Source: an optimization exercise on an open RTL-to-GDS flow (aim: small area, a short achievable clock period and few clock cycles per item). Production flows keep margins and buffers that such runs may drop.
At most, simulation tests tie the RTL to the original design; equivalence was not proved.

Design st4_temporal, start of the top module:
module st4_temporal (
    input  wire        clk,
    input  wire        rst,
    input  wire        in_valid,
    output wire        in_ready,
    input  wire [19:0] in_c,         
    input  wire [23:0] in_hist,      
    input  wire [7:0]  in_tau,       
    input  wire        in_pad,       
    input  wire        in_restart,   
    input  wire        in_tnr,       
    input  wire        in_rtc,       
    input  wire        in_gap_k0,    
    input  wire [8:0]  in_amin,      
    input  wire [15:0] in_tlo,       
    input  wire [15:0] in_thi,       
    input  wire [11:0] in_kmax,      
    input  wire [17:0] in_rate,      
    output reg         out_valid,
    output reg  [19:0] out_z,        
    output reg  [23:0] out_hist,     
    output reg         out_sat,      
    output reg         out_clamp     
);
Size in the first run: about 5600 cells after synthesis, roughly 180 I/O pins, about 0.051 mm² of cells after synthesis.
==> flow/config.mk <==
export PLATFORM = sky130hd
export DESIGN_NAME = st4_temporal
export DESIGN_NICKNAME = st4_temporal
export VERILOG_FILES = /design/flow/design.v
export SDC_FILE = /design/flow/constraint.sdc
export NUM_CORES = 4
export LEC_CHECK = 0
export ABC_AREA = 1
export CAP_MARGIN = 30
export CORE_MARGIN = 2
export CORE_UTILIZATION = 55
export CTS_CLUSTER_DIAMETER = 160
export CTS_CLUSTER_SIZE = 20
export SLEW_MARGIN = 55
==> flow/constraint.sdc <==
create_clock -name core_clock -period 38.0 [get_ports {clk}]
set_input_delay 7.6000 -clock core_clock [delete_from_list [all_inputs] [get_ports {clk}]]
set_output_delay 7.6000 -clock core_clock [all_outputs]
set_load 0.01 [all_outputs]
run.sh (not shown) runs the stock make flow with config.mk's settings and CLKGATE_MAP_FILE= SYNTH_SCRIPT=/design/flow/synth_recipe.tcl, a recipe that flattens the netlist after the stock synthesis.
Testbench counts at the start, summed over its fixed seeds: cycles 32,064, items 32,000.
Next try:
Settings changed: CTS_CLUSTER_DIAMETER 160 to unset, CTS_CLUSTER_SIZE 20 to unset.
The changed run ran to the end with no violations.
Design area went up by a few percent.
Maximum frequency hardly moves.
Clock-buffer cell count went up by 56.
Global-route usage went up by 0.29 points.
Routed wire length went up slightly.
Worst hold slack gains 0.0091 ns.
First-iteration DRC count went up slightly.
Die area stays the same.
Next try:
Settings changed: CTS_CLUSTER_DIAMETER set to 200, CTS_CLUSTER_SIZE set to 25.
Effect: The changed run completed with no timing, DRC or antenna violations. Final cell count fell slightly. Flip-flop and latch count is unchanged. Critical path depth stays the same. First-iteration DRC count is higher by a few percent. Via count goes down slightly. Sequential share of layout area is higher by 0.87 points. Maximum frequency barely changes.
Next try:
Settings changed: CTS_CLUSTER_DIAMETER 200 to unset, CTS_CLUSTER_SIZE 25 to unset, SLEW_MARGIN 55 to 45.
After rerunning: The changed run produced a clean layout; synthesized cell count stays the same; design area went up by 3.6%; die area does not change; final cell count climbs by 1.6%; worst hold slack got worse by 0.0061 ns; setup slack degrades by 0.061 ns; clock-buffer cell count came out higher by 62; non-clock buffer count fell by 1.


Q:
Starting RTL as in the previous note.
==> flow/design.v (excerpt) <==
module st4_temporal (
    input  wire        clk,
    input  wire        rst,
    input  wire        in_valid,
    output wire        in_ready,
    input  wire [19:0] in_c,         
    input  wire [23:0] in_hist,      
    input  wire [7:0]  in_tau,       
    input  wire        in_pad,       
    input  wire        in_restart,   
    input  wire        in_tnr,       
    input  wire        in_rtc,       
    input  wire        in_gap_k0,    
    input  wire [8:0]  in_amin,      
    input  wire [15:0] in_tlo,       
    input  wire [15:0] in_thi,       
    input  wire [11:0] in_kmax,      
    input  wire [17:0] in_rate,      
    output reg         out_valid,
    output reg  [19:0] out_z,        
    output reg  [23:0] out_hist,     
    output reg         out_sat,      
    output reg         out_clamp     
);
clock: 38.0 ns
lec_check: 0
abc_area: 1
cap_margin: 30
core_margin: 2
core_utilization: 55
cts_cluster_diameter: 200
cts_cluster_size: 30
slew_margin: 55
Testbench counts of Q, summed over its fixed seeds: cycles 32,064, items 32,000.
Input changes introduced in R (baseline for comparison: Q):
# Q
export LEC_CHECK = 0
export ABC_AREA = 1
export CAP_MARGIN = 30
export CORE_MARGIN = 2
export CORE_UTILIZATION = 55
export CTS_CLUSTER_DIAMETER = 200
export CTS_CLUSTER_SIZE = 30
export SLEW_MARGIN = 55
create_clock -name core_clock -period 38.0 [get_ports {clk}]
# R
export LEC_CHECK = 0
export ABC_AREA = 1
export CAP_MARGIN = 30
export CORE_MARGIN = 2
export CORE_UTILIZATION = 55
export CTS_BUF_LIST = sky130_fd_sc_hd__clkbuf_8
export SLEW_MARGIN = 55
create_clock -name core_clock -period 38.0 [get_ports {clk}]
Notes after the runs:
Against Q, R comes in 0.16 points lower on relative slew slack.
Per the comparison of R with Q, combined area of all synthesized cells stayed essentially flat, wire length shows an increase of 1.8%, non-clock buffer count now larger, met1 layer wirelength in the final routing shows a reduction of 0.40%.
Between R and Q, clock skew is higher for R, Q comes in under that.
On die outline height, R and Q are basically level.
R: fraction of area in multi-input gates is 1.9 points lower than what Q reported.
As of R, global-route wire length before repair had risen slightly compared to Q.
The critical path startpoint comes out out_hist[1] in one run and out_z[4] in the other, namely in Q and R respectively.


Setup of cedar:
st4_temporal, a different RTL version from the one above (not shown whole).
Size in the first run: roughly 760 flip-flops, roughly 180 I/O pins, roughly 56000 um^2 of cells after synthesis.
clock: 38.0 ns
lec_check: 0
abc_area: 1
cap_margin: 40
core_margin: 2
core_utilization: 55
slew_margin: 70
cedar went all the way through the flow, and no timing, DRC or antenna check failed.
Setup changes, cedar to pine
--- a/flow/config.mk
+++ b/flow/config.mk
@@ -11,2 +11,2 @@
 export CORE_UTILIZATION = 55
-export SLEW_MARGIN = 70
+export SLEW_MARGIN = 93
==> summary.txt <==
- pine is listed as incomplete: the tool reported an error in detailed placement (3_5_place_dp) and the run ended there.
- As far as die span in y is concerned, pine and cedar perform about the same.
- Comparing cedar against pine, there is no change at all in distinct cell type count of the synthesized netlist.
- Total number of placement rows came out exactly the same in cedar and pine.
- As far as synthesized area goes, cedar and pine are indistinguishable; the numbers are identical.
- cedar and pine ended up with roughly the same share of synthesized cell area in full adder, half adder and majority cells.
- Per the comparison of pine with cedar, synthesized cell count held steady; effective utilization at floorplan held steady; sequential cell area fraction in the yosys report held steady; fraction of synthesized cell area in xor and xnor cells held steady.
No run of this note included a check of the RTL's function; only the layout flow was run.

==> static timing again, ports no longer ideal <==
Ports are ideal in the flow. The routed layouts listed here were re-timed in OpenROAD.
Step 1 assumes that a clkbuf_16 drives the clock port and a buf_2 every other input.
Step 2, shift: input delay + t, output delay - t, t = (earliest + latest rising clock arrival at the registers) / 2. This alone moves slack from input paths to output paths.
Three values: ideal, step 1, step 2; two values: the first two.
| run | t (ns) | slack for setup (ns) | latest minus earliest clock arrival (ns) |
|---|---|---|---|
| the first run of note 1 | 0.663 | 28.940 / 28.873 / 28.769 | 0.048 / 0.047 |
| the second run of note 1 | 0.704 | 28.913 / 28.846 / 28.753 | 0.032 / 0.031 |
| the third run of note 1 | 0.655 | 28.932 / 28.865 / 28.773 | 0.041 / 0.041 |
| the fourth run of note 1 | 0.730 | 28.870 / 28.798 / 28.747 | 0.048 / 0.049 |
| Q | 0.698 | 28.887 / 28.818 / 28.769 | 0.042 / 0.042 |
| R | 0.817 | 28.772 / 28.705 / 28.762 | 0.052 / 0.052 |
| cedar | 0.737 | 28.873 / 28.804 / 28.840 | 0.032 / 0.032 |
After both steps setup and hold are still met in every run listed. For the first run of note 1, which loses most, drivers alone change the setup slack by -0.067 ns; drivers and shift together by -0.171 ns.
